This design comes from an exercise in tuning for small area, a short achievable clock period and few clock cycles per item on the open sky130 flow, not from production work.
Only simulation tests tie the RTL to the original design; equivalence was not proved.

== the baseline ==
Design wire_model, start of the top module:
module wire_model (
    input  wire        clk,
    input  wire        rst,
    input  wire        cfg_we,
    input  wire [3:0]  cfg_ch,
    input  wire [15:0] cfg_k,
    input  wire [15:0] cfg_alpha,
    input  wire [15:0] cfg_tlim,
    input  wire        clr,
    input  wire [3:0]  clr_ch,
    input  wire        s_valid,
    output wire        s_ready,
    input  wire [3:0]  s_ch,
    input  wire [15:0] s_irms,
    input  wire [15:0] s_tref,
    output reg         r_valid,
    output reg  [3:0]  r_ch,
    output wire [31:0] r_dt,
    output reg  [16:0] r_temp,
    output reg         r_warn,
    output reg         r_latch,
    output reg         r_cool,
    output reg         r_trip
);
Settings: LEC_CHECK=0, ABC_AREA=1, CAP_MARGIN=20, CORE_MARGIN=2, CORE_UTILIZATION=65, CTS_CLUSTER_DIAMETER=80, CTS_CLUSTER_SIZE=26, PLACE_DENSITY=0.72, SLEW_MARGIN=20; clock period 33.0 ns.
standard.sh (not shown) runs the stock make flow with config.mk's settings and CLKGATE_MAP_FILE= SYNTH_SCRIPT=/design/flow/synth_recipe.tcl, a recipe that flattens the netlist after the stock synthesis.
==> flow/flow/run.sh <==
#!/bin/bash
# The standard layout (standard.sh: ORFS synthesis to finish), with two
# changes:
#  - ABC's area script (used with ABC_AREA=1) maps for area with "map -a"
#    after "dch -f"; everything else in the synthesis, and every register,
#    is as in the standard synthesis. The ORFS scripts are copied into
#    abcscripts/ with only abc_area.script replaced.
#  - the port buffers are plain sky130_fd_sc_hd__buf_2 cells instead of the
#    delay cell the resizer picks by default; every port still gets its own
#    buffer.
# make's full output goes to standard.log here; ORFS keeps each step's log
# under orfs/logs/.
set -euo pipefail
rm -rf abcscripts
cp -r "$FLOW_HOME/scripts" abcscripts
printf 'strash\ndch -f\nmap -a -B 0.9\ntopo\nstime -c\nbuffer -c\nupsize -c\ndnsize -c\n' > abcscripts/abc_area.script
export BUFFER_PORTS_ARGS="-buffer_cell sky130_fd_sc_hd__buf_2"
bash standard.sh SCRIPTS_DIR="$PWD/abcscripts" > standard.log 2>&1
Testbench counts of the baseline, summed over its fixed seeds: cycles 16,424, samples 16,384.
Inputs modified between the baseline and the candidate:
==> flow/flow/run.sh <==
#!/bin/bash
# The standard layout (standard.sh: ORFS synthesis to finish), with one
# change: the port buffers are plain sky130_fd_sc_hd__buf_2 cells instead of
# the delay cell the resizer picks by default. Every port still gets its own
# buffer. make's full output goes to standard.log here; ORFS keeps each
# step's log under orfs/logs/.
set -euo pipefail
export BUFFER_PORTS_ARGS="-buffer_cell sky130_fd_sc_hd__buf_2"
bash standard.sh > standard.log 2>&1
==> run summary <==
The lower proportion of layout cells with a drive suffix above 1 came out of the candidate. Between the candidate and the baseline, it is the candidate whose number of logic inverters in the finished layout is higher, by 4.8%. Comparing post-route core utilization for the candidate and the baseline, the smaller number came from the candidate.

========
== run A ==
wire_model, a different RTL version from the one above (not shown whole).
For scale: ~10000 cells after synthesis, roughly 1800 flip-flops, roughly 160 I/O pins, about 88000 um2 of cells after synthesis.
clock: 33.0 ns
lec_check: 0
abc_area: 1
cap_margin: 20
core_margin: 2
core_utilization: 75
cts_cluster_diameter: 80
cts_cluster_size: 26
place_density: 0.8
slew_margin: 20
==> flow/flow/run.sh <==
#!/bin/bash
# The standard layout (standard.sh: ORFS synthesis to finish), with one
# change: the port buffers are plain sky130_fd_sc_hd__buf_2 cells instead of
# the delay cell the resizer picks by default. Every port still gets its own
# buffer. make's full output goes to standard.log here; ORFS keeps each
# step's log under orfs/logs/.
set -euo pipefail
export BUFFER_PORTS_ARGS="-buffer_cell sky130_fd_sc_hd__buf_2"
bash standard.sh > standard.log 2>&1
Testbench counts of run A, summed over its fixed seeds: cycles 16,424, samples 16,384.
Relative to run A, the following input files were edited for run B:
-- flow/config.mk --
<<< run A, line 11
export CORE_UTILIZATION = 75
>>> run B, line 11
export CORE_UTILIZATION = 65
<<< run A, line 14
export PLACE_DENSITY = 0.8
>>> run B, line 14
export PLACE_DENSITY = 0.72
Results
- Run B: via count normalized by instance count 6.5% below run A
- Core utilization in run B is 10 points below run A.
- met2 track demand over resource in global routing ends up lower on run B.
- The cell count after placement of run B exceeds that of run A by 256.
- Compared with run A, run B shows a relative max-transition margin that is 6.8 points higher.
- [compare] base=run A new=run B: count of standard-cell rows went up by about 7%, number of tap cells inserted went up 16%.
- Delta (run B minus run A): post-route worst setup slack went up, clock period minus worst slack went down.

========
## run 1
wire_model, a different RTL version from the one above (not shown whole).
Size: ~8,900 cells after synthesis, roughly 160 I/O pins, about 84,000 sq um of cells after synthesis.
clock: 33.0 ns
lec_check: 0
abc_area: 1
cap_margin: 20
core_margin: 2
core_utilization: 65
cts_cluster_diameter: 80
cts_cluster_size: 26
place_density: 0.72
slew_margin: 20
==> flow/flow/run.sh <==
#!/bin/bash
# The standard layout (standard.sh: ORFS synthesis to finish), with two
# changes:
#  - ABC's area script (used with ABC_AREA=1) maps for area with "map -a"
#    after "dch -f"; everything else in the synthesis, and every register,
#    is as in the standard synthesis. The ORFS scripts are copied into
#    abcscripts/ with only abc_area.script replaced.
#  - the port buffers are plain sky130_fd_sc_hd__buf_2 cells instead of the
#    delay cell the resizer picks by default; every port still gets its own
#    buffer.
# make's full output goes to standard.log here; ORFS keeps each step's log
# under orfs/logs/.
set -euo pipefail
rm -rf abcscripts
cp -r "$FLOW_HOME/scripts" abcscripts
printf 'strash\ndch -f\nmap -a -B 0.9\ntopo\nstime -c\nbuffer -c\nupsize -c\ndnsize -c\n' > abcscripts/abc_area.script
export BUFFER_PORTS_ARGS="-buffer_cell sky130_fd_sc_hd__buf_2"
bash standard.sh SCRIPTS_DIR="$PWD/abcscripts" > standard.log 2>&1
Testbench counts of run 1, summed over its fixed seeds: cycles 16,424, samples 16,384.
Input-level comparison between run 2 and run 1:
==> flow/flow/run.sh <==
#!/bin/bash
# The standard layout (standard.sh: ORFS synthesis to finish), with one
# change: the port buffers are plain sky130_fd_sc_hd__buf_2 cells instead of
# the delay cell the resizer picks by default. Every port still gets its own
# buffer. make's full output goes to standard.log here; ORFS keeps each
# step's log under orfs/logs/.
set -euo pipefail
export BUFFER_PORTS_ARGS="-buffer_cell sky130_fd_sc_hd__buf_2"
bash standard.sh > standard.log 2>&1
==> run summary <==
- No stage failed in run 2, and the final checks on the layout all came back clean.
- Run 1 went all the way through the flow, and no timing, DRC or antenna check failed.
- Taking run 1 as the reference, in run 2 synthesis-to-finish area growth went down; final setup slack of the worst path now larger; count of clock-buffer cells in the layout rose 3.
- Summary of the comparison: tap cell count is higher in run 2, relative to run 1.
- Run 1 has lower final instance area than run 2.
- Run 1 -> run 2: clock-cell share of area flat
> inputs changed (run 2 -> run 3)
==> flow/flow/run.sh <==
#!/bin/bash
# The standard layout (standard.sh: ORFS synthesis to finish), with two
# changes:
#  - ABC's area script (used with ABC_AREA=1) rewrites the logic once more ("dc2") and maps with a
#    delay target of 4000 ps ("map -D 4000", and the sizing steps too), so that ABC recovers area on paths faster than
#    that; everything else in the synthesis, and every register, is as in
#    the standard synthesis. The ORFS scripts are copied into abcscripts/
#    with only abc_area.script replaced.
#  - the port buffers are plain sky130_fd_sc_hd__buf_2 cells instead of the
#    delay cell the resizer picks by default; every port still gets its own
#    buffer.
# make's full output goes to standard.log here; ORFS keeps each step's log
# under orfs/logs/.
set -euo pipefail
rm -rf abcscripts
cp -r "$FLOW_HOME/scripts" abcscripts
printf 'strash\ndc2\ndch -f\nmap -D 4000 -B 0.9\ntopo\nstime -c\nbuffer -c\nupsize -c -D 4000\ndnsize -c -D 4000\n' > abcscripts/abc_area.script
export BUFFER_PORTS_ARGS="-buffer_cell sky130_fd_sc_hd__buf_2"
bash standard.sh SCRIPTS_DIR="$PWD/abcscripts" > standard.log 2>&1
--- outcome ---
- On final critical delay including setup and external delays, the lower figure sits with run 3, not run 2.
- [compare] base=run 2 new=run 3: met2 track demand over resource moved down, worst hold slack moved up.
Modified inputs, run 4 compared to run 3
--- a/flow/flow/run.sh
+++ b/flow/flow/run.sh
@@ -4,2 +4,2 @@
-#  - ABC's area script (used with ABC_AREA=1) rewrites the logic once more ("dc2") and maps with a
-#    delay target of 4000 ps ("map -D 4000", and the sizing steps too), so that ABC recovers area on paths faster than
+#  - ABC's area script (used with ABC_AREA=1) maps with a delay target of
+#    4000 ps ("map -D 4000", and the sizing steps too), so that ABC recovers area on paths faster than
@@ -17 +17 @@
-printf 'strash\ndc2\ndch -f\nmap -D 4000 -B 0.9\ntopo\nstime -c\nbuffer -c\nupsize -c -D 4000\ndnsize -c -D 4000\n' > abcscripts/abc_area.script
+printf 'strash\ndch -f\nmap -D 4000 -B 0.9\ntopo\nstime -c\nbuffer -c\nupsize -c -D 4000\ndnsize -c -D 4000\n' > abcscripts/abc_area.script
--- outcome ---
The final-layout non-clock buffer area share of run 3 and that of run 4 are within noise of each other. Diff run 3 -> run 4: share of the clock period used by the worst path roughly the same; clock latency of the later-clocked register in the worst-skew pair up 0.02 ns.

==> afterwards: timing with drivers on the ports <==
How much do the figures lean on ideal ports? The routed layouts below were timed once more, with nothing changed but the port constraints. Step 1 sets driving cells, clkbuf_16 on the clock port and buf_2 on the other inputs (assumed; they add their load-dependent delay and slew). Step 2 adds t to the input delays and takes it off the output delays; t is the mean of the earliest and latest rising clock arrival at the registers after step 1. Input paths then give back, and output paths get back, about the clock's delay inside the block. Slacks: ideal / step 1 / step 2; pairs: ideal / step 1.
run	shift t [ns]	setup WS [ns]	worst hold slack (ns)	clock arrival spread, ns	cell pins on the clock port's net
the baseline	0.794	24.971 / 24.948 / 24.971	0.310 / 0.310 / 0.310	0.036 / 0.037	1
the candidate	0.813	25.177 / 25.099 / 25.376	0.322 / 0.322 / 0.322	0.043 / 0.042	1
run A	0.806	25.139 / 25.060 / 25.145	0.302 / 0.302 / 0.302	0.120 / 0.120	1
run B	0.827	25.161 / 25.081 / 25.198	0.251 / 0.251 / 0.251	0.088 / 0.089	1
run 1	0.797	25.154 / 25.079 / 25.208	0.321 / 0.321 / 0.321	0.036 / 0.036	1
run 2	0.827	25.165 / 25.079 / 25.327	0.312 / 0.312 / 0.312	0.068 / 0.068	1
run 3	0.786	25.187 / 25.115 / 25.322	0.321 / 0.321 / 0.321	0.055 / 0.054	1
run 4	0.821	25.160 / 25.077 / 25.334	0.318 / 0.318 / 0.318	0.050 / 0.050	1
After both steps every run listed still meets setup and hold.
